Source: an optimization exercise on an open RTL-to-GDS flow (aim: small area, a short achievable clock period and few clock cycles per item). Production flows keep margins and buffers that such runs may drop.
The RTL was checked by simulation tests, not by an equivalence proof against the original design.

==> flow/design.v, too long to show whole: its modules and the start of the top module <==
// module skim_pixel: 2211 lines
// module fa: 10 lines
module skim_pixel (
    input  wire        clk,
    input  wire        rst,           
    input  wire        in_valid,
    output reg         in_ready,
    input  wire [13:0] in_code,       
    input  wire        in_ovr,        
    input  wire [15:0] in_tapm_ofs,   
    input  wire [15:0] in_tapm_gain,  
    input  wire [15:0] in_dark,       
    input  wire [15:0] in_gain,       
    input  wire        in_dead,       
    input  wire        in_bypass,     
    input  wire        in_last,       
    output reg         out_valid,
    input  wire        out_ready,
    output reg  [15:0] out_pix,
    output reg         out_sat,       
    output reg         out_dead,      
    output reg         out_nsat,      
    output reg         out_last
);
  // ...
==> flow/flow/run.sh <==
#!/bin/bash
# The standard layout (standard synthesis included), with timing repair
# aiming at a 13 ns period instead of leaving the clock's 47 ns of slack unused,
# and faster port buffers. Each step's full output goes to ORFS's own logs
# under orfs/logs; make's output goes to standard.log.
set -euo pipefail
bash standard.sh SETUP_SLACK_MARGIN=47 "BUFFER_PORTS_ARGS=-buffer_cell sky130_fd_sc_hd__buf_1" finish > standard.log 2>&1
==> flow/standard.sh <==
#!/bin/bash
# synth_recipe.tcl (not shown) runs the flow's synth.tcl, then flattens the netlist and writes it again
# the make line also repeats each setting of config.mk as NAME=value (left out here)
make -C /OpenROAD-flow-scripts/flow DESIGN_CONFIG=/design/flow/config.mk WORK_HOME=/design/flow/orfs CLKGATE_MAP_FILE= SYNTH_SCRIPT=/design/flow/synth_recipe.tcl "${@:-finish}"
==> flow/config.mk <==
export PLATFORM = sky130hd
export DESIGN_NAME = skim_pixel
export DESIGN_NICKNAME = skim_pixel
export VERILOG_FILES = /design/flow/design.v
export SDC_FILE = /design/flow/constraint.sdc
export NUM_CORES = 4
export LEC_CHECK = 0
export CAP_MARGIN = 20
export CORE_MARGIN = 2
export CORE_UTILIZATION = 40
export CTS_CLUSTER_SIZE = 40
export SLEW_MARGIN = 20
export SYNTH_HIERARCHICAL = 1
==> flow/constraint.sdc <==
create_clock -name core_clock -period 60.0 [get_ports {clk}]
set_input_delay 12.0000 -clock core_clock [delete_from_list [all_inputs] [get_ports {clk}]]
set_output_delay 12.0000 -clock core_clock [all_outputs]
set_load 0.01 [all_outputs]
==> out/metrics.yaml, run 1 <==
grt:
  met3_usage_pct: 2.90
  grt_pass1_wl_um: 104000
  grt_util_met2_pct: 36.9
  grt_antenna_before_repair: 0
timing:
  slew_headroom_pct: 30.4
  fmax_mhz: 76.2
  skew_ns: 0.0410
  min_period_ns: 13.12
  worst_pin_slew_ns: 1.04
  setup_slack_ns: 46.88
place:
  dp_hpwl_um: 48600
run_status:
  status: "complete, no violations"
drt:
  detail_route.wl_per_cell_um: 19.7
  ant_nets: 0
  viasPerCell: 5.50
cells_and_area:
  clkCellAreaFrac_pct: 2.33
  register_area_sq_um: 5370
  n_clock_buffer: 17
  syn_to_final_growth_pct: 7.89
  antenna_cells: 0
  n_all_buffers: 143
critical_path:
  cp_data_arrival_time_ns: 1.12
hold_path:
  hold_path_depth: 0
yosys:
  async_reset_ff_share_pct: 0
  synth_area_leader_cell: "fa_1"
  postSynthAreaPerCell_sq_um: 10.3
  synth_top_family_by_area: "adder cells"
cts:
  clock-sinks: 184
  post_cts_buffers: 16
  cts_hold_buf: 0
  cts_tree: "yes"
Testbench counts, summed over its fixed seeds: cycles 32,733, items 30,720.
==> run 2, diff against run 1 <==
--- a/flow/design.v
+++ b/flow/design.v
@@ -810,161 +810,154 @@
     wire t_413, t_414;
     fa u_t_413 (.a(t_358), .b(t_359), .c(t_309), .s(t_413), .co(t_414));
     wire t_415, t_416;
     fa u_t_415 (.a(t_360), .b(t_361), .c(t_pp252), .s(t_415), .co(t_416));
     wire t_417, t_418;
     fa u_t_417 (.a(t_362), .b(t_363), .c(t_pp253), .s(t_417), .co(t_418));
     wire t_419, t_420;
     fa u_t_419 (.a(t_364), .b(t_pp239), .c(t_pp254), .s(t_419), .co(t_420));
-    wire t_421 = ~(t_pp1 ^ t_pp16);
-    wire t_422 = t_pp1 | t_pp16;
-    wire t_423, t_424;
-    fa u_t_423 (.a(t_365), .b(t_pp32), .c(t_422), .s(t_423), .co(t_424));
-    wire t_425, t_426;
-    fa u_t_425 (.a(t_366), .b(t_367), .c(t_424), .s(t_425), .co(t_426));
-    wire t_427, t_428;
-    fa u_t_427 (.a(t_368), .b(t_369), .c(t_426), .s(t_427), .co(t_428));
-    wire t_429, t_430;
-    fa u_t_429 (.a(t_370), .b(t_371), .c(t_428), .s(t_429), .co(t_430));
-    wire t_431, t_432;
-    fa u_t_431 (.a(t_372), .b(t_373), .c(t_430), .s(t_431), .co(t_432));
-    wire t_433, t_434;
-    fa u_t_433 (.a(t_374), .b(t_375), .c(t_432), .s(t_433), .co(t_434));
-    wire t_435 = t_376 ^ t_377;
-    wire t_436 = t_376 & t_377;
-    wire t_437 = t_378 ^ t_379;
-    wire t_438 = t_378 & t_379;
-    wire t_439 = t_380 ^ t_381;
-    wire t_440 = t_380 & t_381;
-    wire t_441 = t_382 ^ t_383;
-    wire t_442 = t_382 & t_383;
-    wire t_443 = t_384 ^ t_385;
-    wire t_444 = t_384 & t_385;
-    wire t_445 = t_386 ^ t_387;
-    wire t_446 = t_386 & t_387;
-    wire t_447 = t_388 ^ t_389;
-    wire t_448 = t_388 & t_389;
-    wire t_449 = t_390 ^ t_391;
-    wire t_450 = t_390 & t_391;
-    wire t_451 = t_392 ^ t_393;
-    wire t_452 = t_392 & t_393;
-    wire t_453 = t_394 ^ t_395;
-    wire t_454 = t_394 & t_395;
-    wire t_455 = t_396 ^ t_397;
-    wire t_456 = t_396 & t_397;
-    wire t_457 = t_398 ^ t_399;
-    wire t_458 = t_398 & t_399;
-    wire t_459 = t_400 ^ t_401;
-    wire t_460 = t_400 & t_401;
-    wire t_461 = t_402 ^ t_403;
-    wire t_462 = t_402 & t_403;
-    wire t_463 = t_404 ^ t_405;
-    wire t_464 = t_404 & t_405;
-    wire t_465 = t_406 ^ t_407;
-    wire t_466 = t_406 & t_407;
-    wire t_467 = t_408 ^ t_409;
-    wire t_468 = t_408 & t_409;
-    wire t_469 = t_410 ^ t_411;
-    wire t_470 = t_410 & t_411;
-    wire t_471 = t_412 ^ t_413;
-    wire t_472 = t_412 & t_413;
-    wire t_473 = t_414 ^ t_415;
-    wire t_474 = t_414 & t_415;
-    wire t_475 = t_416 ^ t_417;
-    wire t_476 = t_416 & t_417;
-    wire t_477 = t_418 ^ t_419;
-    wire t_478 = t_418 & t_419;
-    wire t_479 = t_420 ^ t_pp255;
-    wire t_480 = t_420 & t_pp255;
-    wire t_481 = t_436 | (t_435 & t_434);
-    wire t_482 = t_438 | (t_437 & t_481);
-    wire t_483 = t_442 | (t_441 & t_440);
-    wire t_484 = t_441 & t_439;
-    wire t_485 = t_446 | (t_445 & t_444);
-    wire t_486 = t_445 & t_443;
-    wire t_487 = t_450 | (t_449 & t_448);
-    wire t_488 = t_449 & t_447;
-    wire t_489 = t_454 | (t_453 & t_452);
-    wire t_490 = t_453 & t_451;
-    wire t_491 = t_458 | (t_457 & t_456);
-    wire t_492 = t_457 & t_455;
-    wire t_493 = t_462 | (t_461 & t_460);
-    wire t_494 = t_461 & t_459;
-    wire t_495 = t_466 | (t_465 & t_464);
-    wire t_496 = t_465 & t_463;
-    wire t_497 = t_470 | (t_469 & t_468);
-    wire t_498 = t_469 & t_467;
-    wire t_499 = t_474 | (t_473 & t_472);
-    wire t_500 = t_473 & t_471;
-    wire t_501 = t_478 | (t_477 & t_476);
-    wire t_502 = t_477 & t_475;
-    wire t_503 = 1'b1 | (1'b0 & t_480);
-    wire t_504 = 1'b0 & t_479;
-    wire t_505 = t_483 | (t_484 & t_482);
-    wire t_506 = t_487 | (t_488 & t_485);
-    wire t_507 = t_488 & t_486;
-    wire t_508 = t_491 | (t_492 & t_489);
-    wire t_509 = t_492 & t_490;
-    wire t_510 = t_495 | (t_496 & t_493);
-    wire t_511 = t_496 & t_494;
-    wire t_512 = t_499 | (t_500 & t_497);
-    wire t_513 = t_500 & t_498;
-    wire t_514 = t_503 | (t_504 & t_501);
-    wire t_515 = t_504 & t_502;
-    wire t_516 = t_506 | (t_507 & t_505);
-    wire t_517 = t_510 | (t_511 & t_508);
-    wire t_518 = t_511 & t_509;
-    wire t_519 = t_514 | (t_515 & t_512);
-    wire t_520 = t_515 & t_513;
-    wire t_521 = t_517 | (t_518 & t_516);
-    wire t_522 = t_519 | (t_520 & t_521);
-    wire t_523 = t_508 | (t_509 & t_516);
-    wire t_524 = t_512 | (t_513 & t_521);
-    wire t_525 = t_485 | (t_486 & t_505);
-    wire t_526 = t_489 | (t_490 & t_516);
-    wire t_527 = t_493 | (t_494 & t_523);
-    wire t_528 = t_497 | (t_498 & t_521);
-    wire t_529 = t_501 | (t_502 & t_524);
-    wire t_530 = t_440 | (t_439 & t_482);
-    wire t_531 = t_444 | (t_443 & t_505);
-    wire t_532 = t_448 | (t_447 & t_525);
-    wire t_533 = t_452 | (t_451 & t_516);
-    wire t_534 = t_456 | (t_455 & t_526);
-    wire t_535 = t_460 | (t_459 & t_523);
-    wire t_536 = t_464 | (t_463 & t_527);
-    wire t_537 = t_468 | (t_467 & t_521);
-    wire t_538 = t_472 | (t_471 & t_528);
-    wire t_539 = t_476 | (t_475 & t_524);
-    wire t_540 = t_480 | (t_479 & t_529);
-    wire t_541 = ~(t_435 ^ t_434);
-    wire t_542 = ~(t_437 ^ t_481);
-    wire t_543 = ~(t_439 ^ t_482);
-    wire t_544 = ~(t_441 ^ t_530);
-    wire t_545 = ~(t_443 ^ t_505);
-    wire t_546 = ~(t_445 ^ t_531);
-    wire t_547 = ~(t_447 ^ t_525);
-    wire t_548 = ~(t_449 ^ t_532);
-    wire t_549 = ~(t_451 ^ t_516);
-    wire t_550 = ~(t_453 ^ t_533);
-    wire t_551 = ~(t_455 ^ t_526);
-    wire t_552 = ~(t_457 ^ t_534);
-    wire t_553 = ~(t_459 ^ t_523);
-    wire t_554 = ~(t_461 ^ t_535);
-    wire t_555 = ~(t_463 ^ t_527);
-    wire t_556 = ~(t_465 ^ t_536);
-    wire t_557 = ~(t_467 ^ t_521);
-    wire t_558 = ~(t_469 ^ t_537);
-    wire t_559 = ~(t_471 ^ t_528);
-    wire t_560 = ~(t_473 ^ t_538);
-    wire t_561 = ~(t_475 ^ t_524);
-    wire t_562 = ~(t_477 ^ t_539);
-    wire t_563 = ~(t_479 ^ t_529);
-    wire t_564 = ~(1'b0 ^ t_540);
-    wire [31:0] t_p = {t_564, t_563, t_562, t_561, t_560, t_559, t_558, t_557, t_556, t_555, t_554, t_553, t_552, t_551, t_550, t_549, t_548, t_547, t_546, t_545, t_544, t_543, t_542, t_541, {~t_433, ~t_431, ~t_429, ~t_427, ~t_425, ~t_423, ~t_421, ~t_pp0}};
+    wire t_421 = t_pp1 | t_pp16;
+    wire t_422 = (t_365 & t_pp32) | (t_365 & t_421) | (t_pp32 & t_421);
+    wire t_423 = (t_366 & t_367) | (t_366 & t_422) | (t_367 & t_422);
+    wire t_424 = (t_368 & t_369) | (t_368 & t_423) | (t_369 & t_423);
+    wire t_425 = (t_370 & t_371) | (t_370 & t_424) | (t_371 & t_424);
+    wire t_426 = (t_372 & t_373) | (t_372 & t_425) | (t_373 & t_425);
+    wire t_427 = (t_374 & t_375) | (t_374 & t_426) | (t_375 & t_426);
+    wire t_428 = t_376 ^ t_377;
+    wire t_429 = t_376 & t_377;
+    wire t_430 = t_378 ^ t_379;
+    wire t_431 = t_378 & t_379;
+    wire t_432 = t_380 ^ t_381;
+    wire t_433 = t_380 & t_381;
+    wire t_434 = t_382 ^ t_383;
+    wire t_435 = t_382 & t_383;
+    wire t_436 = t_384 ^ t_385;
+    wire t_437 = t_384 & t_385;
+    wire t_438 = t_386 ^ t_387;
+    wire t_439 = t_386 & t_387;
+    wire t_440 = t_388 ^ t_389;
+    wire t_441 = t_388 & t_389;
+    wire t_442 = t_390 ^ t_391;
+    wire t_443 = t_390 & t_391;
+    wire t_444 = t_392 ^ t_393;
+    wire t_445 = t_392 & t_393;
+    wire t_446 = t_394 ^ t_395;
+    wire t_447 = t_394 & t_395;
+    wire t_448 = t_396 ^ t_397;
+    wire t_449 = t_396 & t_397;
+    wire t_450 = t_398 ^ t_399;
+    wire t_451 = t_398 & t_399;
+    wire t_452 = t_400 ^ t_401;
+    wire t_453 = t_400 & t_401;
+    wire t_454 = t_402 ^ t_403;
+    wire t_455 = t_402 & t_403;
+    wire t_456 = t_404 ^ t_405;
+    wire t_457 = t_404 & t_405;
+    wire t_458 = t_406 ^ t_407;
+    wire t_459 = t_406 & t_407;
+    wire t_460 = t_408 ^ t_409;
+    wire t_461 = t_408 & t_409;
+    wire t_462 = t_410 ^ t_411;
+    wire t_463 = t_410 & t_411;
+    wire t_464 = t_412 ^ t_413;
+    wire t_465 = t_412 & t_413;
+    wire t_466 = t_414 ^ t_415;
+    wire t_467 = t_414 & t_415;
+    wire t_468 = t_416 ^ t_417;
+    wire t_469 = t_416 & t_417;
+    wire t_470 = t_418 ^ t_419;
+    wire t_471 = t_418 & t_419;
+    wire t_472 = t_420 ^ t_pp255;
+    wire t_473 = t_420 & t_pp255;
+    wire t_474 = t_429 | (t_428 & t_427);
+    wire t_475 = t_431 | (t_430 & t_474);
+    wire t_476 = t_435 | (t_434 & t_433);
+    wire t_477 = t_434 & t_432;
+    wire t_478 = t_439 | (t_438 & t_437);
+    wire t_479 = t_438 & t_436;
+    wire t_480 = t_443 | (t_442 & t_441);
+    wire t_481 = t_442 & t_440;
+    wire t_482 = t_447 | (t_446 & t_445);
+    wire t_483 = t_446 & t_444;
+    wire t_484 = t_451 | (t_450 & t_449);
+    wire t_485 = t_450 & t_448;
+    wire t_486 = t_455 | (t_454 & t_453);
+    wire t_487 = t_454 & t_452;
+    wire t_488 = t_459 | (t_458 & t_457);
+    wire t_489 = t_458 & t_456;
+    wire t_490 = t_463 | (t_462 & t_461);
+    wire t_491 = t_462 & t_460;
+    wire t_492 = t_467 | (t_466 & t_465);
+    wire t_493 = t_466 & t_464;
+    wire t_494 = t_471 | (t_470 & t_469);
+    wire t_495 = t_470 & t_468;
+    wire t_496 = 1'b1 | (1'b0 & t_473);
+    wire t_497 = 1'b0 & t_472;
+    wire t_498 = t_476 | (t_477 & t_475);
+    wire t_499 = t_480 | (t_481 & t_478);
+    wire t_500 = t_481 & t_479;
+    wire t_501 = t_484 | (t_485 & t_482);
+    wire t_502 = t_485 & t_483;
+    wire t_503 = t_488 | (t_489 & t_486);
+    wire t_504 = t_489 & t_487;
+    wire t_505 = t_492 | (t_493 & t_490);
+    wire t_506 = t_493 & t_491;
+    wire t_507 = t_496 | (t_497 & t_494);
+    wire t_508 = t_497 & t_495;
+    wire t_509 = t_499 | (t_500 & t_498);
+    wire t_510 = t_503 | (t_504 & t_501);
+    wire t_511 = t_504 & t_502;
+    wire t_512 = t_507 | (t_508 & t_505);
+    wire t_513 = t_508 & t_506;
+    wire t_514 = t_510 | (t_511 & t_509);
+    wire t_515 = t_512 | (t_513 & t_514);
+    wire t_516 = t_501 | (t_502 & t_509);
+    wire t_517 = t_505 | (t_506 & t_514);
+    wire t_518 = t_478 | (t_479 & t_498);
+    wire t_519 = t_482 | (t_483 & t_509);
+    wire t_520 = t_486 | (t_487 & t_516);
+    wire t_521 = t_490 | (t_491 & t_514);
+    wire t_522 = t_494 | (t_495 & t_517);
+    wire t_523 = t_433 | (t_432 & t_475);
+    wire t_524 = t_437 | (t_436 & t_498);
+    wire t_525 = t_441 | (t_440 & t_518);
+    wire t_526 = t_445 | (t_444 & t_509);
+    wire t_527 = t_449 | (t_448 & t_519);
+    wire t_528 = t_453 | (t_452 & t_516);
+    wire t_529 = t_457 | (t_456 & t_520);
+    wire t_530 = t_461 | (t_460 & t_514);
+    wire t_531 = t_465 | (t_464 & t_521);
+    wire t_532 = t_469 | (t_468 & t_517);
+    wire t_533 = t_473 | (t_472 & t_522);
+    wire t_534 = ~(t_428 ^ t_427);
+    wire t_535 = ~(t_430 ^ t_474);
+    wire t_536 = ~(t_432 ^ t_475);
+    wire t_537 = ~(t_434 ^ t_523);
+    wire t_538 = ~(t_436 ^ t_498);
+    wire t_539 = ~(t_438 ^ t_524);
+    wire t_540 = ~(t_440 ^ t_518);
+    wire t_541 = ~(t_442 ^ t_525);
+    wire t_542 = ~(t_444 ^ t_509);
+    wire t_543 = ~(t_446 ^ t_526);
+    wire t_544 = ~(t_448 ^ t_519);
+    wire t_545 = ~(t_450 ^ t_527);
+    wire t_546 = ~(t_452 ^ t_516);
+    wire t_547 = ~(t_454 ^ t_528);
+    wire t_548 = ~(t_456 ^ t_520);
+    wire t_549 = ~(t_458 ^ t_529);
+    wire t_550 = ~(t_460 ^ t_514);
+    wire t_551 = ~(t_462 ^ t_530);
+    wire t_552 = ~(t_464 ^ t_521);
+    wire t_553 = ~(t_466 ^ t_531);
+    wire t_554 = ~(t_468 ^ t_517);
+    wire t_555 = ~(t_470 ^ t_532);
+    wire t_556 = ~(t_472 ^ t_522);
+    wire t_557 = ~(1'b0 ^ t_533);
+    wire [31:0] t_p = {t_557, t_556, t_555, t_554, t_553, t_552, t_551, t_550, t_549, t_548, t_547, t_546, t_545, t_544, t_543, t_542, t_541, t_540, t_539, t_538, t_537, t_536, t_535, t_534, {1'b0, 1'b0, 1'b0, 1'b0, 1'b0, 1'b0, 1'b0, 1'b0}};
     wire        t_lo  = t_neg && (t_p[31:16] < p0_tg);
     wire        t_hi  = !t_neg && (t_p[31:30] != 2'b00);
     wire t_xn_1 = t_p[14] & p0_dark_n[0];
     wire t_xn_2 = t_p[14] ^ p0_dark_n[0];
     wire t_xn_3 = t_p[15] & p0_dark_n[1];
     wire t_xn_4 = t_p[15] ^ p0_dark_n[1];
     wire t_xn_5 = t_p[16] & p0_dark_n[2];
     wire t_xn_6 = t_p[16] ^ p0_dark_n[2];
@@ -1744,161 +1737,154 @@
     wire k_413, k_414;
     fa u_k_413 (.a(k_358), .b(k_359), .c(k_309), .s(k_413), .co(k_414));
     wire k_415, k_416;
     fa u_k_415 (.a(k_360), .b(k_361), .c(k_pp252), .s(k_415), .co(k_416));
     wire k_417, k_418;
     fa u_k_417 (.a(k_362), .b(k_363), .c(k_pp253), .s(k_417), .co(k_418));
     wire k_419, k_420;
     fa u_k_419 (.a(k_364), .b(k_pp239), .c(k_pp254), .s(k_419), .co(k_420));
-    wire k_421 = ~(k_pp1 ^ k_pp16);
-    wire k_422 = k_pp1 | k_pp16;
-    wire k_423, k_424;
-    fa u_k_423 (.a(k_365), .b(k_pp32), .c(k_422), .s(k_423), .co(k_424));
-    wire k_425, k_426;
-    fa u_k_425 (.a(k_366), .b(k_367), .c(k_424), .s(k_425), .co(k_426));
-    wire k_427, k_428;
-    fa u_k_427 (.a(k_368), .b(k_369), .c(k_426), .s(k_427), .co(k_428));
-    wire k_429, k_430;
-    fa u_k_429 (.a(k_370), .b(k_371), .c(k_428), .s(k_429), .co(k_430));
-    wire k_431, k_432;
-    fa u_k_431 (.a(k_372), .b(k_373), .c(k_430), .s(k_431), .co(k_432));
-    wire k_433, k_434;
-    fa u_k_433 (.a(k_374), .b(k_375), .c(k_432), .s(k_433), .co(k_434));
-    wire k_435 = k_376 ^ k_377;
-    wire k_436 = k_376 & k_377;
-    wire k_437 = k_378 ^ k_379;
-    wire k_438 = k_378 & k_379;
-    wire k_439 = k_380 ^ k_381;
-    wire k_440 = k_380 & k_381;
-    wire k_441 = k_382 ^ k_383;
-    wire k_442 = k_382 & k_383;
-    wire k_443 = k_384 ^ k_385;
-    wire k_444 = k_384 & k_385;
-    wire k_445 = k_386 ^ k_387;
-    wire k_446 = k_386 & k_387;
-    wire k_447 = k_388 ^ k_389;
-    wire k_448 = k_388 & k_389;
-    wire k_449 = k_390 ^ k_391;
-    wire k_450 = k_390 & k_391;
-    wire k_451 = k_392 ^ k_393;
-    wire k_452 = k_392 & k_393;
-    wire k_453 = k_394 ^ k_395;
-    wire k_454 = k_394 & k_395;
-    wire k_455 = k_396 ^ k_397;
-    wire k_456 = k_396 & k_397;
-    wire k_457 = k_398 ^ k_399;
-    wire k_458 = k_398 & k_399;
-    wire k_459 = k_400 ^ k_401;
-    wire k_460 = k_400 & k_401;
-    wire k_461 = k_402 ^ k_403;
-    wire k_462 = k_402 & k_403;
-    wire k_463 = k_404 ^ k_405;
-    wire k_464 = k_404 & k_405;
-    wire k_465 = k_406 ^ k_407;
-    wire k_466 = k_406 & k_407;
-    wire k_467 = k_408 ^ k_409;
-    wire k_468 = k_408 & k_409;
-    wire k_469 = k_410 ^ k_411;
-    wire k_470 = k_410 & k_411;
-    wire k_471 = k_412 ^ k_413;
-    wire k_472 = k_412 & k_413;
-    wire k_473 = k_414 ^ k_415;
-    wire k_474 = k_414 & k_415;
-    wire k_475 = k_416 ^ k_417;
-    wire k_476 = k_416 & k_417;
-    wire k_477 = k_418 ^ k_419;
-    wire k_478 = k_418 & k_419;
-    wire k_479 = k_420 ^ k_pp255;
-    wire k_480 = k_420 & k_pp255;
-    wire k_481 = k_436 | (k_435 & k_434);
-    wire k_482 = k_438 | (k_437 & k_481);
-    wire k_483 = k_442 | (k_441 & k_440);
-    wire k_484 = k_441 & k_439;
-    wire k_485 = k_446 | (k_445 & k_444);
-    wire k_486 = k_445 & k_443;
-    wire k_487 = k_450 | (k_449 & k_448);
-    wire k_488 = k_449 & k_447;
-    wire k_489 = k_454 | (k_453 & k_452);
-    wire k_490 = k_453 & k_451;
-    wire k_491 = k_458 | (k_457 & k_456);
-    wire k_492 = k_457 & k_455;
-    wire k_493 = k_462 | (k_461 & k_460);
-    wire k_494 = k_461 & k_459;
-    wire k_495 = k_466 | (k_465 & k_464);
-    wire k_496 = k_465 & k_463;
-    wire k_497 = k_470 | (k_469 & k_468);
-    wire k_498 = k_469 & k_467;
-    wire k_499 = k_474 | (k_473 & k_472);
-    wire k_500 = k_473 & k_471;
-    wire k_501 = k_478 | (k_477 & k_476);
-    wire k_502 = k_477 & k_475;
-    wire k_503 = 1'b1 | (1'b0 & k_480);
-    wire k_504 = 1'b0 & k_479;
-    wire k_505 = k_483 | (k_484 & k_482);
-    wire k_506 = k_487 | (k_488 & k_485);
-    wire k_507 = k_488 & k_486;
-    wire k_508 = k_491 | (k_492 & k_489);
-    wire k_509 = k_492 & k_490;
-    wire k_510 = k_495 | (k_496 & k_493);
-    wire k_511 = k_496 & k_494;
-    wire k_512 = k_499 | (k_500 & k_497);
-    wire k_513 = k_500 & k_498;
-    wire k_514 = k_503 | (k_504 & k_501);
-    wire k_515 = k_504 & k_502;
-    wire k_516 = k_506 | (k_507 & k_505);
-    wire k_517 = k_510 | (k_511 & k_508);
-    wire k_518 = k_511 & k_509;
-    wire k_519 = k_514 | (k_515 & k_512);
-    wire k_520 = k_515 & k_513;
-    wire k_521 = k_517 | (k_518 & k_516);
-    wire k_522 = k_519 | (k_520 & k_521);
-    wire k_523 = k_508 | (k_509 & k_516);
-    wire k_524 = k_512 | (k_513 & k_521);
-    wire k_525 = k_485 | (k_486 & k_505);
-    wire k_526 = k_489 | (k_490 & k_516);
-    wire k_527 = k_493 | (k_494 & k_523);
-    wire k_528 = k_497 | (k_498 & k_521);
-    wire k_529 = k_501 | (k_502 & k_524);
-    wire k_530 = k_440 | (k_439 & k_482);
-    wire k_531 = k_444 | (k_443 & k_505);
-    wire k_532 = k_448 | (k_447 & k_525);
-    wire k_533 = k_452 | (k_451 & k_516);
-    wire k_534 = k_456 | (k_455 & k_526);
-    wire k_535 = k_460 | (k_459 & k_523);
-    wire k_536 = k_464 | (k_463 & k_527);
-    wire k_537 = k_468 | (k_467 & k_521);
-    wire k_538 = k_472 | (k_471 & k_528);
-    wire k_539 = k_476 | (k_475 & k_524);
-    wire k_540 = k_480 | (k_479 & k_529);
-    wire k_541 = ~(k_435 ^ k_434);
-    wire k_542 = ~(k_437 ^ k_481);
-    wire k_543 = ~(k_439 ^ k_482);
-    wire k_544 = ~(k_441 ^ k_530);
-    wire k_545 = ~(k_443 ^ k_505);
-    wire k_546 = ~(k_445 ^ k_531);
-    wire k_547 = ~(k_447 ^ k_525);
-    wire k_548 = ~(k_449 ^ k_532);
-    wire k_549 = ~(k_451 ^ k_516);
-    wire k_550 = ~(k_453 ^ k_533);
-    wire k_551 = ~(k_455 ^ k_526);
-    wire k_552 = ~(k_457 ^ k_534);
-    wire k_553 = ~(k_459 ^ k_523);
-    wire k_554 = ~(k_461 ^ k_535);
-    wire k_555 = ~(k_463 ^ k_527);
-    wire k_556 = ~(k_465 ^ k_536);
-    wire k_557 = ~(k_467 ^ k_521);
-    wire k_558 = ~(k_469 ^ k_537);
-    wire k_559 = ~(k_471 ^ k_528);
-    wire k_560 = ~(k_473 ^ k_538);
-    wire k_561 = ~(k_475 ^ k_524);
-    wire k_562 = ~(k_477 ^ k_539);
-    wire k_563 = ~(k_479 ^ k_529);
-    wire k_564 = ~(1'b0 ^ k_540);
-    wire [31:0] k_p = {k_564, k_563, k_562, k_561, k_560, k_559, k_558, k_557, k_556, k_555, k_554, k_553, k_552, k_551, k_550, k_549, k_548, k_547, k_546, k_545, k_544, k_543, k_542, k_541, {~k_433, ~k_431, ~k_429, ~k_427, ~k_425, ~k_423, ~k_421, ~k_pp0}};
+    wire k_421 = k_pp1 | k_pp16;
+    wire k_422 = (k_365 & k_pp32) | (k_365 & k_421) | (k_pp32 & k_421);
+    wire k_423 = (k_366 & k_367) | (k_366 & k_422) | (k_367 & k_422);
+    wire k_424 = (k_368 & k_369) | (k_368 & k_423) | (k_369 & k_423);
+    wire k_425 = (k_370 & k_371) | (k_370 & k_424) | (k_371 & k_424);
+    wire k_426 = (k_372 & k_373) | (k_372 & k_425) | (k_373 & k_425);
+    wire k_427 = (k_374 & k_375) | (k_374 & k_426) | (k_375 & k_426);
+    wire k_428 = k_376 ^ k_377;
+    wire k_429 = k_376 & k_377;
+    wire k_430 = k_378 ^ k_379;
+    wire k_431 = k_378 & k_379;
+    wire k_432 = k_380 ^ k_381;
+    wire k_433 = k_380 & k_381;
+    wire k_434 = k_382 ^ k_383;
+    wire k_435 = k_382 & k_383;
+    wire k_436 = k_384 ^ k_385;
+    wire k_437 = k_384 & k_385;
+    wire k_438 = k_386 ^ k_387;
+    wire k_439 = k_386 & k_387;
+    wire k_440 = k_388 ^ k_389;
+    wire k_441 = k_388 & k_389;
+    wire k_442 = k_390 ^ k_391;
+    wire k_443 = k_390 & k_391;
+    wire k_444 = k_392 ^ k_393;
+    wire k_445 = k_392 & k_393;
+    wire k_446 = k_394 ^ k_395;
+    wire k_447 = k_394 & k_395;
+    wire k_448 = k_396 ^ k_397;
+    wire k_449 = k_396 & k_397;
+    wire k_450 = k_398 ^ k_399;
+    wire k_451 = k_398 & k_399;
+    wire k_452 = k_400 ^ k_401;
+    wire k_453 = k_400 & k_401;
+    wire k_454 = k_402 ^ k_403;
+    wire k_455 = k_402 & k_403;
+    wire k_456 = k_404 ^ k_405;
+    wire k_457 = k_404 & k_405;
+    wire k_458 = k_406 ^ k_407;
+    wire k_459 = k_406 & k_407;
+    wire k_460 = k_408 ^ k_409;
+    wire k_461 = k_408 & k_409;
+    wire k_462 = k_410 ^ k_411;
+    wire k_463 = k_410 & k_411;
+    wire k_464 = k_412 ^ k_413;
+    wire k_465 = k_412 & k_413;
+    wire k_466 = k_414 ^ k_415;
+    wire k_467 = k_414 & k_415;
+    wire k_468 = k_416 ^ k_417;
+    wire k_469 = k_416 & k_417;
+    wire k_470 = k_418 ^ k_419;
+    wire k_471 = k_418 & k_419;
+    wire k_472 = k_420 ^ k_pp255;
+    wire k_473 = k_420 & k_pp255;
+    wire k_474 = k_429 | (k_428 & k_427);
+    wire k_475 = k_431 | (k_430 & k_474);
+    wire k_476 = k_435 | (k_434 & k_433);
+    wire k_477 = k_434 & k_432;
+    wire k_478 = k_439 | (k_438 & k_437);
+    wire k_479 = k_438 & k_436;
+    wire k_480 = k_443 | (k_442 & k_441);
+    wire k_481 = k_442 & k_440;
+    wire k_482 = k_447 | (k_446 & k_445);
+    wire k_483 = k_446 & k_444;
+    wire k_484 = k_451 | (k_450 & k_449);
+    wire k_485 = k_450 & k_448;
+    wire k_486 = k_455 | (k_454 & k_453);
+    wire k_487 = k_454 & k_452;
+    wire k_488 = k_459 | (k_458 & k_457);
+    wire k_489 = k_458 & k_456;
+    wire k_490 = k_463 | (k_462 & k_461);
+    wire k_491 = k_462 & k_460;
+    wire k_492 = k_467 | (k_466 & k_465);
+    wire k_493 = k_466 & k_464;
+    wire k_494 = k_471 | (k_470 & k_469);
+    wire k_495 = k_470 & k_468;
+    wire k_496 = 1'b1 | (1'b0 & k_473);
+    wire k_497 = 1'b0 & k_472;
+    wire k_498 = k_476 | (k_477 & k_475);
+    wire k_499 = k_480 | (k_481 & k_478);
+    wire k_500 = k_481 & k_479;
+    wire k_501 = k_484 | (k_485 & k_482);
+    wire k_502 = k_485 & k_483;
+    wire k_503 = k_488 | (k_489 & k_486);
+    wire k_504 = k_489 & k_487;
+    wire k_505 = k_492 | (k_493 & k_490);
+    wire k_506 = k_493 & k_491;
+    wire k_507 = k_496 | (k_497 & k_494);
+    wire k_508 = k_497 & k_495;
+    wire k_509 = k_499 | (k_500 & k_498);
+    wire k_510 = k_503 | (k_504 & k_501);
+    wire k_511 = k_504 & k_502;
+    wire k_512 = k_507 | (k_508 & k_505);
+    wire k_513 = k_508 & k_506;
+    wire k_514 = k_510 | (k_511 & k_509);
+    wire k_515 = k_512 | (k_513 & k_514);
+    wire k_516 = k_501 | (k_502 & k_509);
+    wire k_517 = k_505 | (k_506 & k_514);
+    wire k_518 = k_478 | (k_479 & k_498);
+    wire k_519 = k_482 | (k_483 & k_509);
+    wire k_520 = k_486 | (k_487 & k_516);
+    wire k_521 = k_490 | (k_491 & k_514);
+    wire k_522 = k_494 | (k_495 & k_517);
+    wire k_523 = k_433 | (k_432 & k_475);
+    wire k_524 = k_437 | (k_436 & k_498);
+    wire k_525 = k_441 | (k_440 & k_518);
+    wire k_526 = k_445 | (k_444 & k_509);
+    wire k_527 = k_449 | (k_448 & k_519);
+    wire k_528 = k_453 | (k_452 & k_516);
+    wire k_529 = k_457 | (k_456 & k_520);
+    wire k_530 = k_461 | (k_460 & k_514);
+    wire k_531 = k_465 | (k_464 & k_521);
+    wire k_532 = k_469 | (k_468 & k_517);
+    wire k_533 = k_473 | (k_472 & k_522);
+    wire k_534 = ~(k_428 ^ k_427);
+    wire k_535 = ~(k_430 ^ k_474);
+    wire k_536 = ~(k_432 ^ k_475);
+    wire k_537 = ~(k_434 ^ k_523);
+    wire k_538 = ~(k_436 ^ k_498);
+    wire k_539 = ~(k_438 ^ k_524);
+    wire k_540 = ~(k_440 ^ k_518);
+    wire k_541 = ~(k_442 ^ k_525);
+    wire k_542 = ~(k_444 ^ k_509);
+    wire k_543 = ~(k_446 ^ k_526);
+    wire k_544 = ~(k_448 ^ k_519);
+    wire k_545 = ~(k_450 ^ k_527);
+    wire k_546 = ~(k_452 ^ k_516);
+    wire k_547 = ~(k_454 ^ k_528);
+    wire k_548 = ~(k_456 ^ k_520);
+    wire k_549 = ~(k_458 ^ k_529);
+    wire k_550 = ~(k_460 ^ k_514);
+    wire k_551 = ~(k_462 ^ k_530);
+    wire k_552 = ~(k_464 ^ k_521);
+    wire k_553 = ~(k_466 ^ k_531);
+    wire k_554 = ~(k_468 ^ k_517);
+    wire k_555 = ~(k_470 ^ k_532);
+    wire k_556 = ~(k_472 ^ k_522);
+    wire k_557 = ~(1'b0 ^ k_533);
+    wire [31:0] k_p = {k_557, k_556, k_555, k_554, k_553, k_552, k_551, k_550, k_549, k_548, k_547, k_546, k_545, k_544, k_543, k_542, k_541, k_540, k_539, k_538, k_537, k_536, k_535, k_534, {1'b0, 1'b0, 1'b0, 1'b0, 1'b0, 1'b0, 1'b0, 1'b0}};
     wire        k_hi  = k_p[31:30] != 2'b00;
     wire [15:0] k_v   = k_hi ? 16'hFFFF : k_p[29:14];
     wire        k_sat = p1_sat | k_hi;
     localparam DIV_STAGES = 4;
     localparam DIV_ITERS  = 16 / DIV_STAGES;
     localparam ST_ACC  = 2'd0;    
     localparam ST_DIV  = 2'd2;    
     localparam ST_EMIT = 2'd3;    
==> flow/flow/run.sh (replaced) <==
#!/bin/bash
# The standard layout (standard synthesis included), with timing repair
# aiming at a 13 ns period instead of leaving the clock's 47 ns of slack unused,
# and small, fast port buffers. Each step's full output goes to ORFS's own logs
# under orfs/logs; make's output goes to standard.log.
set -euo pipefail
bash standard.sh SETUP_SLACK_MARGIN=47 "BUFFER_PORTS_ARGS=-buffer_cell sky130_fd_sc_hd__buf_1" finish > standard.log 2>&1
==> flow/config.mk (replaced) <==
export PLATFORM = sky130hd
export DESIGN_NAME = skim_pixel
export DESIGN_NICKNAME = skim_pixel
export VERILOG_FILES = /design/flow/design.v
export SDC_FILE = /design/flow/constraint.sdc
export NUM_CORES = 4
export LEC_CHECK = 0
export CAP_MARGIN = 20
export CORE_MARGIN = 2
export CORE_UTILIZATION = 40
export CTS_CLUSTER_DIAMETER = 400
export CTS_CLUSTER_SIZE = 100
export SLEW_MARGIN = 20
export SYNTH_HIERARCHICAL = 1
==> out/metrics.yaml, run 2 <==
run_status:
  status: "complete, no violations"
cts:
  clockBufferDepth: 2
  cts_buffers: 17
  clock-sinks: 184  # unchanged
  cts_root_buf: "clkbuf_16"
  htree_levels: 4
  cts_hold_buf: 0  # unchanged
  cts_tree: "yes"
  clock_latency_ns: 0.51
  clk_pin_slew_ns: 0.09
yosys:
  syn-num-nets: 3070
  ys_ff_latch: 184
  synth_top_area_share_pct: 37.0
  synthesis.instances: 2361
  synthTopCellsByArea: "fa_1, edfxtp_1, ha_1"
  syn_area_sq_um: 24500
  synth.top_cells.by_count: "nand2_1, fa_1, inv_1"
  ys_warn_count: 7
  ys_types: 79
  synth-edff-count: 168
  postSynthAreaPerCell_sq_um: 10.4  # +0.42%
  yosysSeqAreaShare_pct: 21.9
  yosysMostFrequentCell: "nand2_1"
  async_reset_ff_share_pct: 0  # unchanged
  ys.flop_type: "edfxtp_1"
  synth_area_leader_cell: "fa_1"
critical_path:
  start_kind: "flop"
  r2r_slack_ns: 49.20
  slowest_delay_ns: 0.47
  r2r-end: "out_pix[15]"
  crit_slowest_cell: "edfxtp_1"
  endpoint_kind: "output pin"
  crit_chain: "buf_6"
  worstPathRequired_ns: 48.00
  cp_max_fo: 4
  cp_data_arrival_time_ns: 1.15  # +0.03 ns
  reg2reg_depth: 25
  cp_num_buf_inv: 1
  reg2reg_from: "run_n[0]"
  crit_family: "flip-flops"
  criticalPathCategory: "reg -> out"
place:
  dp_cells: 3146
  place.port_buffers: 107
  placed_cell_area_sq_um: 25600
  dp_slack_ns: 46.46
  gp_routability_congestion: 0.846
  dp_hpwl_um: 47600  # -2.0%
timing:
  slew_headroom_pct: 27.6  # -2.8 points
  fin_tns_setup_ns: 0
  setup_viol: 0
  min_period_ns: 13.15  # +0.0252 ns
  setup_slack_ns: 46.85  # -0.0252 ns
  final_max_slew_viol_count: 0
  hold_violations: 0
  worst_pin_slew_ns: 1.08  # +0.0432 ns
  rsz0062_at_grt: "yes"
  skew_ns: 0.0311  # -0.00992 ns
  finalCritPeriodShare_pct: 21.9
  fmax_mhz: 76.1  # -0.19%
drt:
  detail_route.wl_per_cell_um: 19.6  # about the same
  drcViolationCount: 0
  wirelength_um: 62800
  viasPerCell: 5.51  # +0.30%
  ant_nets: 0  # unchanged
  firstDrtPassIters: 6
  drt_iter0_markers: 1381
  num_vias: 17600
floorplan:
  die_h_um: 252
  die-area_sq_um: 63300
  ios: 108
  die_x_um: 252
  rows: 90
  start_util_pct: 40.6
  core-area_sq_um: 60500
hold_path:
  hold_path_depth: 0  # unchanged
  whs_endpoint: "p1_gain[1]"
  min_path_type: "reg -> reg"
  hp-start: "p0_gain[1]"
cells_and_area:
  antenna_cells: 0  # unchanged
  final_common_cell: "nand2_1"
  layout_common_cells: "nand2_1, fa_1, inv_1, ha_1, edfxtp_1"
  drive_gt1_share_pct: 5.17
  syn_to_final_growth_pct: 7.76
  finalNetCount: 3115
  finalNonFillerCells: 3200
  final_area_sq_um: 26400
grt:
  grt_pass1_wl_um: 102000  # -2.3%
  grt-ovfl-total: 0
  grt_pass1_vias: 19200
  grt_max_degree: 83
  grt_antenna_before_repair: 0  # unchanged
  track_usage_pct: 20.6
job:
  maxCapViolCount: 0
[run 2: cell count changes after synthesis, sizes merged, moves of 6 or more]
cell	change
a22oi	+6
xor2	+6
nand4	-7
buf	+6
nand2	-14
nand2b	-10
a21oi	-8
fa	-12
a22o	+16
nor3	-11
nor2b	+7
[run 2: per-layer routing]
layer / up-vias / track usage [%] / wire [um] / part of all wire [%]
met5: - / 0 / 0 / 0
met4: 0 / 7.30 / 1710 / 2.7
met3: 98 / 2.98 / 3540 / 5.6
met2: 568 / 36.1 / 31500 / 50
met1: 9095 / 26.0 / 26100 / 42
li1: 7883 / - / - / -
[run 2: worst max-delay path by stage]
stage	startpoint	endpoint	slack, ns	cells after the start
detailed placement	out_ready	out_nsat	46.46	4
global route	out_pix[12]	out_pix[12]	46.81	1
finish	out_pix[12]	out_pix[12]	46.85	1
CTS	out_pix[12]	out_pix[12]	46.76	1
global placement	out_ready	out_nsat	46.54	4
floorplan	out_ready	out_nsat	46.92	3
[run 2: repair_timing]
action | in CTS | in global routing
buffers inserted | 16 | 6
hold endpoints to repair | 0 | 0
cloned | 0 | 1
gates resized for setup | 9 | 15
endpoints found under the setup margin | 21 | 21
[run 2: final cells by class]
type,instances,area [sq um]
well taps,782,978
clock buffers,17,425
repair buffers,146,741
inverters,190,713
flip-flops and latches,184,5370
multi-input cells,1867,18000
clock inverters,14,151
fillers,5690,34000
[run 2: per-stage QoR]
stage	hold WS (ns)	utilization, %
final	0.421	43.7
after global routing	0.436	43.7
after CTS	0.422	43.6
after detailed placement	0.405	42.4
after global placement	0.408	42.4
after floorplan	0.400	-
[run 2: per-module statistics from Yosys (local to each module, per instance)]
module	times used	area, sq um	flops+latches
skim_pixel	1	16400	184
fa	406	20.0	0
[run 2: cell families (layout without fill, tap and decap cells)]
| family | count (synthesis) | count (layout) | synth area share (%) |
|---|---|---|---|
| AND/OR/NAND/NOR | 810 | 810 | 14.7 |
| flip-flops | 184 | 184 | 21.9 |
| buffers and inverters | 311 | 367 | 4.84 |
| adder cells (fa/ha/maj) | 624 | 624 | 45.7 |
| XOR/XNOR | 65 | 65 | 2.32 |
| multiplexers | 25 | 25 | 1.05 |
| AO/OA/AOI/OAI | 342 | 343 | 9.53 |
Testbench counts of run 2, summed over its fixed seeds: cycles 32,733, items 30,720.
==> run 3, diff against run 2 <==
--- a/flow/config.mk
+++ b/flow/config.mk
@@ -9,6 +9,5 @@
 export CORE_MARGIN = 2
 export CORE_UTILIZATION = 40
-export CTS_CLUSTER_DIAMETER = 400
-export CTS_CLUSTER_SIZE = 100
+export PLACE_DENSITY = 0.8
 export SLEW_MARGIN = 20
 export SYNTH_HIERARCHICAL = 1
==> out/metrics.yaml, run 3 <==
drt:
  viasPerCell: 5.56  # +0.92%
  detail_route.wl_per_cell_um: 18.8  # -4.2%
  wirelength_um: 60200  # -4.3%
  drt_iter0_markers: 1683  # +22%
  drcViolationCount: 0  # unchanged
  ant_nets: 0  # unchanged
  num_vias: 17800  # +0.86%
  firstDrtPassIters: 6  # unchanged
critical_path:
  slowest_delay_ns: 0.47  # about the same
  worstPathRequired_ns: 48.00  # about the same
  cp_max_fo: 2  # -2
  criticalPathCategory: "reg -> out"
  crit_slowest_cell: "edfxtp_1"
  start_kind: "flop"
  cp-endpoint: "out_pix[13]"
  critPathLaunch: "out_pix[13]"
  r2r-end: "dq[10]"
  reg2reg_from: "p1_x[6]"
  cp_data_arrival_time_ns: 1.13  # -0.02 ns
  r2r_slack_ns: 49.16  # -0.04 ns
  endpoint_kind: "output pin"
  cp_num_buf_inv: 1  # unchanged
  crit_chain: "clkbuf_2"
  crit_family: "flip-flops"
  crit_cells: 1  # unchanged
  reg2reg_depth: 33  # +32%
hold_path:
  min_path_type: "reg -> reg"
  hp-start: "p0_last"
timing:
  min_period_ns: 13.13  # -0.0120 ns
  skew_ns: 0.0222  # -0.00887 ns
  fmax_mhz: 76.1  # about the same
  final_max_slew_viol_count: 0  # unchanged
  finalCritPeriodShare_pct: 21.9  # about the same
  rsz0062_at_grt: "yes"
  fin_tns_setup_ns: 0  # unchanged
  setup_viol: 0  # unchanged
  fin_hold_ws_ns: 0.422  # +0.00181 ns
  worst_pin_slew_ns: 1.04  # -0.0418 ns
  setup_slack_ns: 46.87  # +0.0120 ns
  hold_violations: 0  # unchanged
  slew_headroom_pct: 30.2  # +2.5 points
floorplan:
  start_util_pct: 40.6  # unchanged
  die_x_um: 252  # unchanged
  rows: 90  # unchanged
  core-area_sq_um: 60500  # unchanged
  ios: 108  # unchanged
  die-area_sq_um: 63300  # unchanged
  die_h_um: 252  # unchanged
cells_and_area:
  final_area_sq_um: 26400  # -0.18%
  multi_input_area_sq_um: 18000  # about the same
  layout_common_cells: "nand2_1, fa_1, inv_1, ha_1, edfxtp_1"
  finalNonFillerCells: 3198  # -0.063%
  register_area_sq_um: 5370  # about the same
  fillers: 5523  # -2.9%
  final_common_cell: "nand2_1"
  syn_to_final_growth_pct: 7.57
  finalNetCount: 3112  # -0.096%
  drive_gt1_share_pct: 5.09  # -0.079 points
  antenna_cells: 0  # unchanged
cts:
  htree_levels: 4  # unchanged
  clk_pin_slew_ns: 0.09  # about the same
  clockBufferDepth: 2  # unchanged
  cts_buffers: 17  # unchanged
  clock_latency_ns: 0.50  # about the same
  clock-sinks: 184  # unchanged
  cts_tree: "yes"
  cts_root_buf: "clkbuf_16"
grt:
  grt_util_met2_pct: 33.5  # -2.5 points
  grt_pass1_vias: 19000  # -0.91%
  track_usage_pct: 19.7  # -0.85 points
  grt_max_degree: 83  # unchanged
  grt.busiest_layer: "met2"
  met3_usage_pct: 4.54  # +1.6 points
  gr-usage-met1_pct: 24.4  # -1.6 points
  grt-ovfl-total: 0  # unchanged
  grt_antenna_before_repair: 0  # unchanged
  grt_pass1_wl_um: 98400  # -3.3%
yosys:
  yosysMostFrequentCell: "nand2_1"
  ys_ff_latch: 184  # unchanged
  ys.flop_type: "edfxtp_1"
  synth_area_leader_cell: "fa_1"
  synth_top_area_share_pct: 37.0  # unchanged
  yosysSeqAreaShare_pct: 21.9  # unchanged
  async_reset_ff_share_pct: 0  # unchanged
  ys_warn_count: 7  # unchanged
  syn-num-nets: 3070  # unchanged
  postSynthAreaPerCell_sq_um: 10.4  # unchanged
  synthTopCellsByArea: "fa_1, edfxtp_1, ha_1"
  ys_types: 79  # unchanged
  synth.top_cells.by_count: "nand2_1, fa_1, inv_1"
  syn_area_sq_um: 24500  # unchanged
  synth-edff-count: 168  # unchanged
  synthesis.instances: 2361  # unchanged
place:
  dp_cells: 3143  # -0.095%
  placed_cell_area_sq_um: 25600  # about the same
  place.port_buffers: 107  # unchanged
  dp_hpwl_um: 45100  # -5.2%
  dp_slack_ns: 46.55  # +0.0913 ns
  gp_routability_congestion: 0.886  # +4.7%
job:
  maxCapViolCount: 0  # unchanged
run_status:
  status: "complete, no violations"
[run 3: cell counts after synthesis]
Identical to the previous run, type by type.
[run 3: how the worst min path moves through the flow]
| stage | cells past startpoint | to | slack, ns |
|---|---|---|---|
| final | 0 | p1_last | 0.42 |
| after global routing | 0 | p1_gain[3] | 0.43 |
| after CTS | 0 | p1_last | 0.43 |
| after detailed placement | 0 | p1_gain[0] | 0.41 |
| after global placement | 0 | p1_gain[6] | 0.40 |
| after floorplan | 0 | p1_gain[0] | 0.40 |
[run 3: through the flow]
step	utilization, %
floorplan	-
global placement	42.3
detailed placement	42.3
CTS	43.5
global route	43.6
finish	43.6
[run 3: cells by family (layout without fill, tap and decap cells)]
family                     after synthesis  after routing  synth area share, %
and+or+nand+nor                        810            810                 14.7
adders and majority gates              624            624                 45.7
AOI/OAI and AO/OA                      342            342                 9.53
buffers and inverters                  311            366                 4.84
DFF                                    184            184                 21.9
xor gates and xnor gates                65             65                 2.32
muxes                                   25             25                 1.05
[run 3: area by class of cell]
class / count / area share (%)
inverters: 190 / 2.70
flip-flops and latches: 184 / 20.3
well taps: 782 / 3.71
repair buffers: 144 / 2.75
clock inverters: 15 / 0.503
multi-input cells: 1866 / 68.4
clock buffers: 17 / 1.61
[run 3: repair_timing]
| action | 4_1_cts | 5_1_grt |
|---|---|---|
| setup endpoints to repair | 21 | 20 |
| buffers inserted | 17 | 6 |
| hold buffers | 0 | 0 |
| gates resized for setup | 8 | 17 |
[run 3: modules after synthesis, one instance, submodules excluded]
module | flip-flops and latches | area [sq um]
skim_pixel | 184 | 16400
fa | 0 | 20.0
[run 3: routing by layer]
metal,vias up,share of wire (%),wire (um)
li1,7892,-,-
met1,8879,39,23300
met2,872,49,29500
met3,152,8.8,5300
met4,0,3.5,2110
met5,-,0,0
==> run 4, diff against run 3 <==
--- a/flow/config.mk
+++ b/flow/config.mk
@@ -9,5 +9,5 @@
 export CORE_MARGIN = 2
 export CORE_UTILIZATION = 40
-export PLACE_DENSITY = 0.8
+export GPL_TIMING_DRIVEN = 0
 export SLEW_MARGIN = 20
 export SYNTH_HIERARCHICAL = 1
==> out/metrics.yaml, run 4 <==
run_status:
  status: "complete, no violations"
yosys:
  ys.flop_type: "edfxtp_1"
  synth-edff-count: 168  # unchanged
  synthesis.instances: 2361  # unchanged
  yosysSeqAreaShare_pct: 21.9  # unchanged
  ys_types: 79  # unchanged
  ys_warn_count: 7  # unchanged
  syn-num-nets: 3070  # unchanged
  synthTopCellsByArea: "fa_1, edfxtp_1, ha_1"
  postSynthAreaPerCell_sq_um: 10.4  # unchanged
  synth_top_area_share_pct: 37.0  # unchanged
  syn_area_sq_um: 24500  # unchanged
  yosysMostFrequentCell: "nand2_1"
  ys_ff_latch: 184  # unchanged
  synth.top_cells.by_count: "nand2_1, fa_1, inv_1"
  synth_area_leader_cell: "fa_1"
  async_reset_ff_share_pct: 0  # unchanged
cts:
  clock-sinks: 184  # unchanged
  htree_levels: 4  # unchanged
  clock_latency_ns: 0.50  # about the same
  cts_root_buf: "clkbuf_16"
  cts_tree: "yes"
  clk_pin_slew_ns: 0.08  # about the same
  cts_hold_buf: 0  # unchanged
  cts_buffers: 17  # unchanged
  clockBufferDepth: 2  # unchanged
floorplan:
  start_util_pct: 40.6  # unchanged
  die-area_sq_um: 63300  # unchanged
  die_h_um: 252  # unchanged
  ios: 108  # unchanged
  core-area_sq_um: 60500  # unchanged
  rows: 90  # unchanged
  die_x_um: 252  # unchanged
drt:
  firstDrtPassIters: 6  # unchanged
  drcViolationCount: 0  # unchanged
  wirelength_um: 67600  # +12%
  detail_route.wl_per_cell_um: 20.4  # +8.7%
  drt_iter0_markers: 1421  # -16%
  ant_nets: 0  # unchanged
  num_vias: 18300  # +2.7%
  viasPerCell: 5.53  # -0.70%
critical_path:
  crit_family: "flip-flops"
  worstPathRequired_ns: 48.00  # about the same
  cp_data_arrival_time_ns: 1.15  # +0.02 ns
  endpoint_kind: "output pin"
  cp_max_fo: 2  # unchanged
  cp_num_buf_inv: 1  # unchanged
  slowest_delay_ns: 0.48  # about the same
  criticalPathCategory: "reg -> out"
  crit_slowest_cell: "edfxtp_1"
  crit_chain: "clkbuf_2"
  start_kind: "flop"
timing:
  final_max_slew_viol_count: 0  # unchanged
  fmax_mhz: 76.1  # about the same
  skew_ns: 0.0319  # +0.00975 ns
  worst_pin_slew_ns: 1.02  # -0.0183 ns
  setup_viol: 0  # unchanged
  hold_violations: 0  # unchanged
  min_period_ns: 13.15  # +0.0105 ns
  fin_hold_ws_ns: 0.418  # -0.00465 ns
  rsz0062_at_grt: "yes"
  fin_tns_setup_ns: 0  # unchanged
  finalCritPeriodShare_pct: 21.9  # about the same
  slew_headroom_pct: 31.2  # +1.0 points
cells_and_area:
  fillers: 5646  # +2.2%
  syn_to_final_growth_pct: 9.23
  final_common_cell: "nand2_1"
  finalNonFillerCells: 3308  # +3.4%
  multi_input_area_sq_um: 18000  # about the same
  drive_gt1_share_pct: 4.51  # -0.58 points
  layout_common_cells: "nand2_1, fa_1, inv_1, ha_1, edfxtp_1"
  finalNetCount: 3222  # +3.5%
  antenna_cells: 0  # unchanged
  register_area_sq_um: 5370  # about the same
hold_path:
  min_path_type: "reg -> reg"
place:
  dp_cells: 3254  # +3.5%
  gp_routability_congestion: 0.951  # +7.3%
  place.port_buffers: 107  # unchanged
  dp_hpwl_um: 54700  # +21%
grt:
  grt_max_degree: 49  # -41%
  grt-ovfl-total: 0  # unchanged
  grt_pass1_wl_um: 108000  # +9.4%
  grt_antenna_before_repair: 0  # unchanged
  track_usage_pct: 21.9  # +2.2 points
  grt_pass1_vias: 19800  # +4.1%
job:
  maxCapViolCount: 0  # unchanged
-- run 4: cell count changes in the layout (fill, tap and decap cells not counted), sizes merged --
cell,delta
a21boi,+1
buf,-1
clkbuf,+114
clkinv,-1
clkinvlp,-2
inv,-1
-- run 4: path summary, 6_finish.rpt --
path                    start          end  slack (ns)  cells past startpoint
hold / removal    p0_gain[13]  p1_gain[13]        0.42                      0
setup / recovery  out_pix[11]  out_pix[11]       46.85                      1
setup reg to reg      p1_x[2]       dq[10]       48.45                     34
hold reg to reg   p0_gain[13]  p1_gain[13]        0.42                      0
-- run 4: layer usage --
| layer | up-vias | global-route usage [%] | part of all wire [%] |
|---|---|---|---|
| met5 | - | 0 | 0 |
| met4 | 0 | 7.31 | 2.9 |
| met3 | 104 | 3.19 | 6.3 |
| met2 | 680 | 37.7 | 49 |
| met1 | 9386 | 28.3 | 42 |
| li1 | 8109 | - | - |
-- run 4: logic make-up (layout without fill, tap and decap cells) --
kind of cell	after synthesis	after routing	synth area share (%)
flip-flops	184	184	21.9
buffers and inverters	311	475	4.84
XOR/XNOR	65	65	2.32
adder cells (fa/ha/maj)	624	624	45.7
AO/OA/AOI/OAI	342	343	9.53
AND/OR/NAND/NOR	810	810	14.7
multiplexers	25	25	1.05
-- run 4: per-module statistics from Yosys (local to each module, per instance) --
module	flip-flops and latches	cell area (sq um)	cells	times used
skim_pixel	184	16400	1955	1
fa	0	20.0	1	406
-- run 4: stage by stage --
step                      setup WS, ns  area [sq um]  utilization, %
final                            46.85         26800            44.3
after global routing             46.81         26800            44.3
after CTS                        46.85         26700            44.2
after detailed placement         46.47         26000            43.0
after global placement           46.54         25900            42.9
after floorplan                  46.92         24500               -
-- run 4: what timing repair did --
item	in CTS	in global routing
cloned	0	1
endpoints found under the setup margin	21	24
buffers inserted	18	3
gates resized for setup	14	14
-- run 4: cell type report --
type / count / share of cell area [%]
multi-input combinational: 1867 / 67.3
sequential: 184 / 20.0
tap: 782 / 3.65
inverter: 190 / 2.66
timing repair buffer: 132 / 2.46
buffer: 121 / 1.77
clock buffer: 21 / 1.76
clock inverter: 11 / 0.397
==> run 5, diff against run 4 <==
--- a/flow/config.mk
+++ b/flow/config.mk
@@ -9,5 +9,4 @@
 export CORE_MARGIN = 2
 export CORE_UTILIZATION = 40
-export GPL_TIMING_DRIVEN = 0
 export SLEW_MARGIN = 20
 export SYNTH_HIERARCHICAL = 1
==> out/metrics.yaml, run 5 <==
floorplan:
  rows: 90  # unchanged
  die_x_um: 252  # unchanged
  die_h_um: 252  # unchanged
  start_util_pct: 40.6  # unchanged
  core-area_sq_um: 60500  # unchanged
  die-area_sq_um: 63300  # unchanged
  ios: 108  # unchanged
cells_and_area:
  final_common_cell: "nand2_1"
  multi_input_area_sq_um: 18000  # +0.17%
  layout_common_cells: "nand2_1, fa_1, inv_1, ha_1, edfxtp_1"
  antenna_cells: 0  # unchanged
  register_area_sq_um: 5370  # unchanged
  drive_gt1_share_pct: 5.17  # +0.66 points
  syn_to_final_growth_pct: 7.76
  finalNetCount: 3115  # -3.3%
  fillers: 5690  # +0.78%
drt:
  viasPerCell: 5.51  # -0.22%
  wirelength_um: 62800  # -7.1%
  num_vias: 17600  # -3.5%
  detail_route.wl_per_cell_um: 19.6  # -3.9%
  ant_nets: 0  # unchanged
  drcViolationCount: 0  # unchanged
  drt_iter0_markers: 1381  # -2.8%
  firstDrtPassIters: 6  # unchanged
yosys:
  synth-simple-area-share_pct: 14.7  # unchanged
  synth.top_cells.by_count: "nand2_1, fa_1, inv_1"
  synth-adder-area-share_pct: 45.7  # unchanged
  async_reset_ff_share_pct: 0  # unchanged
  ys_ff_latch: 184  # unchanged
  ys_warn_count: 7  # unchanged
  synth-edff-count: 168  # unchanged
  syn-num-nets: 3070  # unchanged
  synth_top_family_by_area: "adder cells"
  synth_top_area_share_pct: 37.0  # unchanged
  synth_xor_xnor_area_share_pct: 2.32  # unchanged
  synthTopCellsByArea: "fa_1, edfxtp_1, ha_1"
  muxShareOfSynthArea_pct: 1.05  # unchanged
  syn_area_sq_um: 24500  # unchanged
  postSynthAreaPerCell_sq_um: 10.4  # unchanged
  synthesis.instances: 2361  # unchanged
  yosysMostFrequentCell: "nand2_1"
  ys.flop_type: "edfxtp_1"
  yosysSeqAreaShare_pct: 21.9  # unchanged
  ys_types: 79  # unchanged
  synth_area_leader_cell: "fa_1"
  synth_compound_area_share_pct: 9.53  # unchanged
critical_path:
  cp_num_buf_inv: 1  # unchanged
  slowest_delay_ns: 0.47  # about the same
  endpoint_kind: "output pin"
  crit_slowest_cell: "edfxtp_1"
  cp_data_arrival_time_ns: 1.15  # about the same
  crit_family: "flip-flops"
  start_kind: "flop"
  crit_chain: "buf_6"
  cp_max_fo: 4  # +2
  worstPathRequired_ns: 48.00  # about the same
  r2r_slack_ns: 49.20  # +0.75 ns
  criticalPathCategory: "reg -> out"
place:
  place.port_buffers: 107  # unchanged
  gp_routability_congestion: 0.846  # -11%
  dp_hpwl_um: 47600  # -13%
cts:
  clock_latency_ns: 0.51  # about the same
  clk_pin_slew_ns: 0.09  # about the same
  htree_levels: 4  # unchanged
  cts_hold_buf: 0  # unchanged
  clock-sinks: 184  # unchanged
  cts_tree: "yes"
  cts_root_buf: "clkbuf_16"
  clockBufferDepth: 2  # unchanged
  cts_buffers: 17  # unchanged
timing:
  setup_viol: 0  # unchanged
  min_period_ns: 13.15  # +0.00150 ns
  fmax_mhz: 76.1  # about the same
  slew_headroom_pct: 27.6  # -3.6 points
  hold_violations: 0  # unchanged
  skew_ns: 0.0311  # -0.000884 ns
  fin_tns_setup_ns: 0  # unchanged
  finalCritPeriodShare_pct: 21.9  # about the same
  fin_hold_ws_ns: 0.421  # +0.00284 ns
  final_max_slew_viol_count: 0  # unchanged
  worst_pin_slew_ns: 1.08  # +0.0601 ns
  rsz0062_at_grt: "yes"
job:
  maxCapViolCount: 0  # unchanged
grt:
  grt_max_degree: 83  # +69%
  grt_antenna_before_repair: 0  # unchanged
  grt_pass1_wl_um: 102000  # -5.5%
  grt_pass1_vias: 19200  # -3.1%
  grt-ovfl-total: 0  # unchanged
  track_usage_pct: 20.6  # -1.3 points
hold_path:
  min_path_type: "reg -> reg"
run_status:
  status: "complete, no violations"
-- run 5: cell counts after synthesis --
No cell type changed its count.
-- run 5: repair_timing --
| action | in CTS | in global routing |
|---|---|---|
| gates cloned | 0 | 1 |
| setup buffers | 16 | 6 |
| gates resized for setup | 9 | 15 |
| setup endpoints to repair | 21 | 21 |
-- run 5: worst paths after layout --
| kind | start | to | cells past startpoint |
|---|---|---|---|
| worst min register to register | p0_gain[1] | p1_gain[1] | 0 |
| worst max-delay path | out_pix[12] | out_pix[12] | 1 |
| worst min-delay path | p0_gain[1] | p1_gain[1] | 0 |
| worst max register to register | run_n[0] | out_pix[15] | 25 |
-- run 5: layout make-up --
| type | instances | share of cell area [%] |
|---|---|---|
| tap | 782 | 3.70 |
| clock inverter | 14 | 0.573 |
| timing repair buffer | 146 | 2.80 |
| multi-input combinational | 1867 | 68.3 |
| inverter | 190 | 2.70 |
| clock buffer | 17 | 1.61 |
| sequential | 184 | 20.3 |
-- run 5: Yosys stat by module, one instance, submodules excluded --
| module | copies in the design | flip-flops and latches | cells inside | area, sq um |
|---|---|---|---|---|
| skim_pixel | 1 | 184 | 1955 | 16400 |
| fa | 406 | 0 | 1 | 20.0 |
-- run 5: metrics by stage --
stage / instances / utilization, % / area (sq um) / setup slack, ns
floorplan: 2361 / - / 24500 / 46.92
global placement: 3146 / 42.4 / 25600 / 46.54
detailed placement: 3146 / 42.4 / 25600 / 46.46
CTS: 3193 / 43.6 / 26300 / 46.76
global route: 3200 / 43.7 / 26400 / 46.81
finish: 3200 / 43.7 / 26400 / 46.85
-- run 5: layer usage --
metal / wire length (um) / global-route usage [%]
met5: 0 / 0
met4: 1710 / 7.30
met3: 3540 / 2.98
met2: 31500 / 36.1
met1: 26100 / 26.0
-- run 5: cell families after synthesis --
| logic type | Yosys count |
|---|---|
| simple gates | 810 |
| fa+ha+maj | 624 |
| compound gates | 342 |
| buf+inv | 311 |
| flops | 184 |
| xor+xnor | 65 |
| mux | 25 |

==> port drivers added, routing unchanged <==
How much do the figures lean on ideal ports? The routed layouts below were timed once more, with nothing changed but the port constraints. Step 1: set_driving_cell puts a clkbuf_16 on clk and a buf_2 on each other input, an assumption about the parent block. Step 2 moves the port delays by t, midway between the first and last clock arrival at a register: inputs arrive t later, outputs are due t later. That takes back most of the time a late clock gives input paths. Three values: ideal, step 1, step 2; two values: the first two.
run | t (ns) | setup slack, ns | hold WS [ns] | latest minus earliest clock arrival (ns) | slew at the worst register clock pin (ns)
run 1 | 0.555 | 46.878 / 46.822 / 46.716 | 0.427 / 0.427 / 0.427 | 0.041 / 0.041 | 0.10 / 0.10
run 2 | 0.553 | 46.853 / 46.798 / 46.668 | 0.421 / 0.421 / 0.421 | 0.031 / 0.031 | 0.09 / 0.09
run 3 | 0.541 | 46.865 / 46.812 / 46.564 | 0.422 / 0.422 / 0.422 | 0.022 / 0.022 | 0.09 / 0.09
run 4 | 0.545 | 46.855 / 46.797 / 46.567 | 0.418 / 0.418 / 0.418 | 0.032 / 0.032 | 0.09 / 0.09
run 5 | 0.553 | 46.853 / 46.798 / 46.668 | 0.421 / 0.421 / 0.421 | 0.031 / 0.031 | 0.09 / 0.09
After both steps every run listed still meets setup and hold. For run 3, which loses most, drivers alone change the setup slack by -0.053 ns; drivers and shift together by -0.301 ns.
